What follows belongs to an exercise in optimizing a design on an open flow for small area; a production flow would make more cautious choices. Where RTL was checked, it was by simulation tests only, not by an equivalence proof against the original. No activity file was given, so power comes from the tool's default toggle rates.

Setup of onyx:
// sird_rx
module sird_rx (
    input  wire        clk,
    input  wire        rst,           
    input  wire        in_valid,
    input  wire [9:0]  in_code,       
    output wire        mk_valid,
    output wire        mk_capt,       
    output wire        mk_ok,
    output wire [7:0]  mk_num,
    output wire        hdr_valid,
    output wire        hdr_ok,
    output wire [1:0]  hdr_mode,
    output wire        hdr_latch,
    output wire [1:0]  hdr_rdiv,
    output wire [9:0]  hdr_mf,
    output wire [7:0]  hdr_quota,
    output wire [7:0]  hdr_cmd_len,
    output wire [7:0]  hdr_cycle,
    output wire        cmd_valid,
    output wire        cmd_ok,
    output wire        body_valid,
    output wire [7:0]  body_data,
    output wire        seg_valid,
    output wire        seg_ok,
    output wire        seg_bad,       
    output wire [7:0]  seg_pos,
    output wire [7:0]  seg_nstat,
    output wire [10:0] seg_len,
    output wire        seg_fmt_ok,    
    output wire [5:0]  seg_nsb,       
    output wire [4:0]  seg_kinds,     
    output wire        pi_valid,
    output wire [4:0]  pi_pos,
    output wire [23:0] pi_sample,
    output wire [7:0]  pi_cnt,
    output wire        trn_valid,
    output wire [5:0]  trn_nseg,
    output wire        trn_abort,
    output wire        trn_trunc,
    output wire        trn_stray,
    output wire        trn_hdr_bad,
    output reg  [15:0] code_errs,
    output reg  [15:0] crc_errs,
    output reg  [15:0] trains_lost
);
Settings: LEC_CHECK=0, CAP_MARGIN=20, CORE_MARGIN=2, CORE_UTILIZATION=70, SLEW_MARGIN=20; clock period 10.0 ns.
standard.sh (not shown) runs the stock make flow with config.mk's settings and CLKGATE_MAP_FILE= SYNTH_SCRIPT=/design/flow/synth_recipe.tcl, a recipe that flattens the netlist after the stock synthesis.
==> flow/flow/run.sh <==
#!/bin/bash
# The standard layout, with the smallest buffer (buf_1) on each port instead
# of the default port buffer. make's full output goes to make_finish.log.
set -euo pipefail
bash standard.sh "BUFFER_PORTS_ARGS=-buffer_cell sky130_fd_sc_hd__buf_1" finish > make_finish.log 2>&1
onyx closes out successfully: all stages finished, all timing, DRC and antenna checks passed.
Relative to onyx, the following input files were edited for willow:
Settings: CTS_BUF_LIST newly set to sky130_fd_sc_hd__clkbuf_8; CTS_CLUSTER_DIAMETER newly set to 60; CORE_UTILIZATION changed from 70 to 60.
### Flow results
In terms of synthesis-to-layout area growth, onyx and willow differ only marginally. Cell count went up by a few percent going from onyx to willow. On total power: between willow and onyx, it ends up higher for onyx.
> inputs changed (willow -> juniper)
Settings: clearing CTS_CLUSTER_DIAMETER, which used to be 60; putting CTS_CLUSTER_SIZE at 30 where nothing was set; swapping 60 for 40 in CORE_UTILIZATION; swapping sky130_fd_sc_hd__clkbuf_8 for sky130_fd_sc_hd__clkbuf_4 in CTS_BUF_LIST.
==> flow/run.sh (new file) <==
#!/bin/bash
# synth_recipe.tcl (not shown) runs the flow's synth.tcl, then flattens the netlist and writes it again
# the make line also repeats each setting of config.mk as NAME=value (left out here)
make -C /OpenROAD-flow-scripts/flow DESIGN_CONFIG=/design/flow/config.mk WORK_HOME=/design/flow/orfs CLKGATE_MAP_FILE= SYNTH_SCRIPT=/design/flow/synth_recipe.tcl finish
removed: flow/flow/run.sh
removed: flow/standard.sh
Findings:
juniper ends up with a routability-driven placement congestion ratio that is 0.012 higher than in willow. Summary of juniper over willow: share of cells above drive strength 1 moved up; via total after detailed routing moved up; wire length of the first global-routing pass moved up; summed area of non-filler cells in the final layout moved up; estimated wirelength of the detail-placed design moved up. juniper consumes more power than willow does. Summary of juniper over willow: sequential share of power went down; first-iteration DRC count went up; arrival time at the worst endpoint went up.
Setup changes, juniper to raven
Settings: CTS_BUF_LIST no longer set, was sky130_fd_sc_hd__clkbuf_4; CTS_CLUSTER_SIZE no longer set, was 30.
==> flow/flow/run.sh (new file) <==
#!/bin/bash
# The standard layout, with the smallest buffer (buf_1) on each port instead
# of the default port buffer. make's full output goes to make_finish.log.
set -euo pipefail
bash standard.sh "BUFFER_PORTS_ARGS=-buffer_cell sky130_fd_sc_hd__buf_1" finish > make_finish.log 2>&1
==> flow/standard.sh (new file) <==
#!/bin/bash
# synth_recipe.tcl (not shown) runs the flow's synth.tcl, then flattens the netlist and writes it again
# the make line also repeats each setting of config.mk as NAME=value (left out here)
make -C /OpenROAD-flow-scripts/flow DESIGN_CONFIG=/design/flow/config.mk WORK_HOME=/design/flow/orfs CLKGATE_MAP_FILE= SYNTH_SCRIPT=/design/flow/synth_recipe.tcl "${@:-finish}"
removed: flow/run.sh
Results
- Taking juniper as the reference, in raven TritonCTS buffer count -33, clock buffer count in the final layout went down by 61, worst slew margin relative to its limit shows an increase of 9.7 points.
- Measured against each other, juniper and raven differ in power share of the combinational group, the higher figure coming from juniper.
- Count of routing violations after the opening detailed-route iteration, juniper and raven, lower one = raven.
- Going from juniper to raven, number of filler cells placed in the layout grew by a few percent.
- Compared with juniper, raven shows a lower total non-filler cell area in the finished layout.
> inputs changed (raven -> nickel)
Settings: setting ABC_AREA to 1 for the first time.
==> flow/run.sh (new file) <==
#!/bin/bash
# synth_recipe.tcl (not shown) runs the flow's synth.tcl, then flattens the netlist and writes it again
# the make line also repeats each setting of config.mk as NAME=value (left out here)
make -C /OpenROAD-flow-scripts/flow DESIGN_CONFIG=/design/flow/config.mk WORK_HOME=/design/flow/orfs CLKGATE_MAP_FILE= SYNTH_SCRIPT=/design/flow/synth_recipe.tcl finish
removed: flow/flow/run.sh
removed: flow/standard.sh
==> comparison <==
- Of nickel and raven, it is nickel that has the higher cell area after technology mapping.
- Delta (nickel minus raven): post-synthesis average cell area shrank by 17%, worst IR drop on VDD shrank by 14%.
- In the metrics for nickel and raven, the one carrying the lower flop-to-flop setup slack is raven.
- Sequential share of layout area for nickel: 3.6 points down relative to raven
- In the flow results for nickel and raven, the total placed cells including tap cells is smaller on raven.
- Worst hold slack: nickel worse than raven
- There was hardly any difference in worst-case clock buffer depth between raven and nickel.
- raven has a lower buffer and inverter count on the worst path than nickel.
Relative to nickel, the following input files were edited for cedar:
Settings: ABC_AREA removed (was 1).
[summary]
- In summary, cedar completed successfully, with a layout that passed the timing, design-rule and antenna checks.
- In cedar, the cell area after placement came out about 1.1% below the value in nickel.
- Comparing cedar and nickel, the lower wire length of the first global-routing pass was measured on cedar.
- The worst setup slack of cedar was inferior to that of nickel.
- Looking at area added between synthesis and finish, cedar sits 0.47 points below nickel.
- Power density over the cells went down by a few percent going from nickel to cedar.
- Looking at clock power, cedar sits 4.7% above nickel.
- Taking nickel as the reference, in cedar leakage power went down by 0.68 nW, hold slack +0.0062 ns.
No run of this note included a check of the RTL's function; only the layout flow was run.

---

sird_rx, a different RTL version from the one above (not shown whole).
For scale: roughly 0.0094 sq mm of cells after synthesis.
## sird_rx
module sird_rx (
    input  wire        clk,
    input  wire        rst,           
    input  wire        in_valid,
    input  wire [9:0]  in_code,       
    output wire        mk_valid,
    output wire        mk_capt,       
    output wire        mk_ok,
    output wire [7:0]  mk_num,
    output wire        hdr_valid,
    output wire        hdr_ok,
    output wire [1:0]  hdr_mode,
    output wire        hdr_latch,
    output wire [1:0]  hdr_rdiv,
    output wire [9:0]  hdr_mf,
    output wire [7:0]  hdr_quota,
    output wire [7:0]  hdr_cmd_len,
    output wire [7:0]  hdr_cycle,
    output wire        cmd_valid,
    output wire        cmd_ok,
    output wire        body_valid,
    output wire [7:0]  body_data,
    output wire        seg_valid,
    output wire        seg_ok,
    output wire        seg_bad,       
    output wire [7:0]  seg_pos,
    output wire [7:0]  seg_nstat,
    output wire [10:0] seg_len,
    output wire        seg_fmt_ok,    
    output wire [5:0]  seg_nsb,       
    output wire [4:0]  seg_kinds,     
    output wire        pi_valid,
    output wire [4:0]  pi_pos,
    output wire [23:0] pi_sample,
    output wire [7:0]  pi_cnt,
    output wire        trn_valid,
    output wire [5:0]  trn_nseg,
    output wire        trn_abort,
    output wire        trn_trunc,
    output wire        trn_stray,
    output wire        trn_hdr_bad,
    output reg  [15:0] code_errs,
    output reg  [15:0] crc_errs,
    output reg  [15:0] trains_lost
);
Settings: LEC_CHECK=0, CAP_MARGIN=20, CORE_MARGIN=2, CORE_UTILIZATION=60, CTS_BUF_LIST=sky130_fd_sc_hd__clkbuf_8, CTS_CLUSTER_DIAMETER=60, SLEW_MARGIN=20; clock period 10.0 ns.
==> flow/flow/run.sh <==
#!/bin/bash
# Own layout flow: the standard layout (standard.sh) with two changes:
#  - synthesis is the standard flow's own synth_recipe.tcl, except that ABC maps the
#    logic with an area-oriented script (flow/area.abc) in place of ORFS's
#    speed script; the registers are left as the standard synthesis makes them;
#  - each port gets the smallest buffer, buf_1, in place of the default one;
#  - clock tree synthesis clusters the registers in larger groups, each
#    driven by one clkbuf_8.
# make's full output goes to make_finish.log here; ORFS keeps each step's
# log under orfs/logs.
set -euo pipefail
W=$(pwd)
bash standard.sh "SYNTH_SCRIPT=$W/flow/my_synth.tcl" \
    "BUFFER_PORTS_ARGS=-buffer_cell sky130_fd_sc_hd__buf_1" \
    "CTS_ARGS=-sink_clustering_enable -repair_clock_nets -sink_buffer_max_cap_derate 0.3 -sink_clustering_size 40 -sink_clustering_max_diameter 150 -buf_list sky130_fd_sc_hd__clkbuf_8" \
    finish > make_finish.log 2>&1
==> flow/flow/area.abc <==
strash
&get -n
&deepsyn -T 60
&dch
&nf -p -R 1000
&put
==> flow/flow/my_synth.tcl <==
# synth_recipe.tcl, with the main ABC mapping run on flow/area.abc
set my_dir [file dirname [file normalize [info script]]]
proc abc {args} {
  global my_dir
  set i [lsearch -exact $args -script]
  if { $i >= 0 && [string match *abc_speed.script [lindex $args [expr { $i + 1 }]]] } {
    set args [lreplace $args [expr { $i + 1 }] [expr { $i + 1 }] $my_dir/area.abc]
  }
  yosys abc {*}$args
}
source [file join $my_dir .. synth_recipe.tcl]
Next try:
==> flow/flow/run.sh (replaced) <==
#!/bin/bash
# Own layout flow: the standard layout (standard.sh) with these changes:
#  - synthesis is the standard flow's own synth_recipe.tcl, except that ABC maps the
#    logic with an area-oriented script (flow/area.abc) in place of ORFS's
#    speed script, and adders are left to ABC rather than mapped to half
#    and full adder cells first; the registers are left as the standard
#    synthesis makes them;
#  - each port gets the smallest buffer, buf_1, in place of the default one;
#  - clock tree synthesis clusters the registers in larger groups, each
#    driven by one clkbuf_16.
# make's full output goes to make_finish.log here; ORFS keeps each step's
# log under orfs/logs.
set -euo pipefail
W=$(pwd)
bash standard.sh "SYNTH_SCRIPT=$W/flow/my_synth.tcl" "ADDER_MAP_FILE=" \
    "BUFFER_PORTS_ARGS=-buffer_cell sky130_fd_sc_hd__buf_1" \
    "CTS_ARGS=-sink_clustering_enable -repair_clock_nets -sink_buffer_max_cap_derate 0.3 -sink_clustering_size 24 -sink_clustering_max_diameter 150 -buf_list sky130_fd_sc_hd__clkbuf_16" \
    finish > make_finish.log 2>&1
The changed run ran to the end with no violations.
Count of clock-buffer cells in the layout increases by 3.
Final area decreases by 5.8%.
Via count decreases by about 5.4%.
Setup slack gains 0.68 ns.
Utilization increases by 1.9 points.
Wire length decreases by about 3%.
Fmax increases by 7.6%.
Cell count decreases by about 10%.
Total power increases by 42%.
Clock power increases by about 36%.
Synthesized area decreases by 8.2%.
Next try:
--- a/flow/flow/run.sh
+++ b/flow/flow/run.sh
@@ -9,3 +9,3 @@
 #  - clock tree synthesis clusters the registers in larger groups, each
-#    driven by one clkbuf_16.
+#    driven by one clkbuf_8, and adds no dummy loads to the tree.
 # make's full output goes to make_finish.log here; ORFS keeps each step's
@@ -16,3 +16,3 @@
     "BUFFER_PORTS_ARGS=-buffer_cell sky130_fd_sc_hd__buf_1" \
-    "CTS_ARGS=-sink_clustering_enable -repair_clock_nets -sink_buffer_max_cap_derate 0.3 -sink_clustering_size 24 -sink_clustering_max_diameter 150 -buf_list sky130_fd_sc_hd__clkbuf_16" \
+    "CTS_ARGS=-sink_clustering_enable -repair_clock_nets -dont_use_dummy_load -sink_buffer_max_cap_derate 0.3 -sink_clustering_size 12 -sink_clustering_max_diameter 150 -buf_list sky130_fd_sc_hd__clkbuf_8" \
     finish > make_finish.log 2>&1
- CORE_UTILIZATION: 60 -> 70
After rerunning:
- clock power shrinks by about 47%
- sequential share of layout area grows by 2.1 points
- global-route usage grows by 3.6 points
- clock skew grows by 0.017 ns
- design area shrinks by about 4.5%
- via count grows by 1.4%
Next try:
--- a/flow/flow/run.sh
+++ b/flow/flow/run.sh
@@ -9,3 +9,3 @@
 #  - clock tree synthesis clusters the registers in larger groups, each
-#    driven by one clkbuf_8, and adds no dummy loads to the tree.
+#    driven by one clkbuf_8.
 # make's full output goes to make_finish.log here; ORFS keeps each step's
@@ -16,3 +16,3 @@
     "BUFFER_PORTS_ARGS=-buffer_cell sky130_fd_sc_hd__buf_1" \
-    "CTS_ARGS=-sink_clustering_enable -repair_clock_nets -dont_use_dummy_load -sink_buffer_max_cap_derate 0.3 -sink_clustering_size 12 -sink_clustering_max_diameter 150 -buf_list sky130_fd_sc_hd__clkbuf_8" \
+    "CTS_ARGS=-sink_clustering_enable -repair_clock_nets -sink_buffer_max_cap_derate 0.3 -sink_clustering_size 12 -sink_clustering_max_diameter 150 -buf_list sky130_fd_sc_hd__clkbuf_8" \
     finish > make_finish.log 2>&1
- CORE_UTILIZATION: 70 -> 60
After rerunning: The new run passed the timing, design-rule and antenna checks; worst hold slack stays flat; cell count went up by 4.0%; routed wire length went down by 0.85%; combinational power barely changes; global-route usage went down by 4.2 points; cell area went up by 3.0%; die area went up by 16%.
Next try:
--- a/flow/flow/run.sh
+++ b/flow/flow/run.sh
@@ -9,3 +9,3 @@
 #  - clock tree synthesis clusters the registers in larger groups, each
-#    driven by one clkbuf_8.
+#    driven by one clkbuf_8, and adds no dummy loads to the tree.
 # make's full output goes to make_finish.log here; ORFS keeps each step's
@@ -16,3 +16,3 @@
     "BUFFER_PORTS_ARGS=-buffer_cell sky130_fd_sc_hd__buf_1" \
-    "CTS_ARGS=-sink_clustering_enable -repair_clock_nets -sink_buffer_max_cap_derate 0.3 -sink_clustering_size 12 -sink_clustering_max_diameter 150 -buf_list sky130_fd_sc_hd__clkbuf_8" \
+    "CTS_ARGS=-sink_clustering_enable -repair_clock_nets -dont_use_dummy_load -sink_buffer_max_cap_derate 0.3 -sink_clustering_size 12 -sink_clustering_max_diameter 150 -buf_list sky130_fd_sc_hd__clkbuf_8" \
     finish > make_finish.log 2>&1
Result: The new run finished clean. Setup slack got worse by 0.031 ns. Synthesized cell count stays the same. Via count goes down by 0.77%. Final area goes down by 2.4%. Worst hold slack got worse by 0.019 ns. Power goes down by 11%. Register-to-register slack improved by 0.02 ns. Synthesized area is unchanged. Count of clock-buffer cells in the layout goes down by 1.

## afterwards: timing with drivers on the ports
In the flow no input, the clock included, has a driving cell. The finished layouts below were timed again as built, in two steps. Step 1 (the two cells are an assumption about what drives the block):
set clk [get_ports {clk}]
set_driving_cell -lib_cell sky130_fd_sc_hd__clkbuf_16 $clk
set_driving_cell -lib_cell sky130_fd_sc_hd__buf_2 [delete_from_list [all_inputs] $clk]
Step 2 moves the port delays by t, midway between the first and last clock arrival at a register: inputs arrive t later, outputs are due t later. That takes back most of the time a late clock gives input paths. Slacks: ideal ports / drivers / drivers and shift; pairs: ideal ports / drivers.
| run | t (ns) | setup WS [ns] | worst hold slack (ns) | worst setup path after step 2 | slew at the worst register clock pin (ns) |
|---|---|---|---|---|---|
| onyx | 0.538 | 2.981 / 2.934 / 3.471 | 0.447 / 0.447 / 0.447 | register to output | 0.06 / 0.06 |
| willow | 0.561 | 3.037 / 2.992 / 3.553 | 0.448 / 0.448 / 0.448 | register to output | 0.06 / 0.06 |
| juniper | 0.720 | 2.357 / 2.314 / 3.033 | 0.412 / 0.412 / 0.412 | register to output | 0.07 / 0.07 |
| raven | 0.571 | 2.782 / 2.735 / 3.306 | 0.449 / 0.449 / 0.449 | register to output | 0.06 / 0.06 |
| nickel | 0.564 | 3.062 / 3.012 / 3.576 | 0.444 / 0.444 / 0.444 | register to output | 0.06 / 0.06 |
| cedar | 0.565 | 2.482 / 2.433 / 2.998 | 0.450 / 0.450 / 0.450 | register to output | 0.07 / 0.07 |
| the first run of note 2 | 0.490 | 0.441 / 0.420 / 0.420 | 0.458 / 0.458 / 0.458 | input to output | 0.11 / 0.11 |
| the second run of note 2 | 0.478 | 1.118 / 1.093 / 1.093 | 0.459 / 0.459 / 0.459 | input to output | 0.07 / 0.07 |
| the third run of note 2 | 0.481 | 0.964 / 0.940 / 0.940 | 0.458 / 0.458 / 0.458 | input to output | 0.09 / 0.09 |
| the fourth run of note 2 | 0.489 | 1.130 / 1.104 / 1.104 | 0.459 / 0.459 / 0.459 | input to output | 0.10 / 0.10 |
| the fifth run of note 2 | 0.485 | 1.099 / 1.073 / 1.073 | 0.440 / 0.440 / 0.440 | input to output | 0.10 / 0.10 |
After both steps every run listed still meets setup and hold.
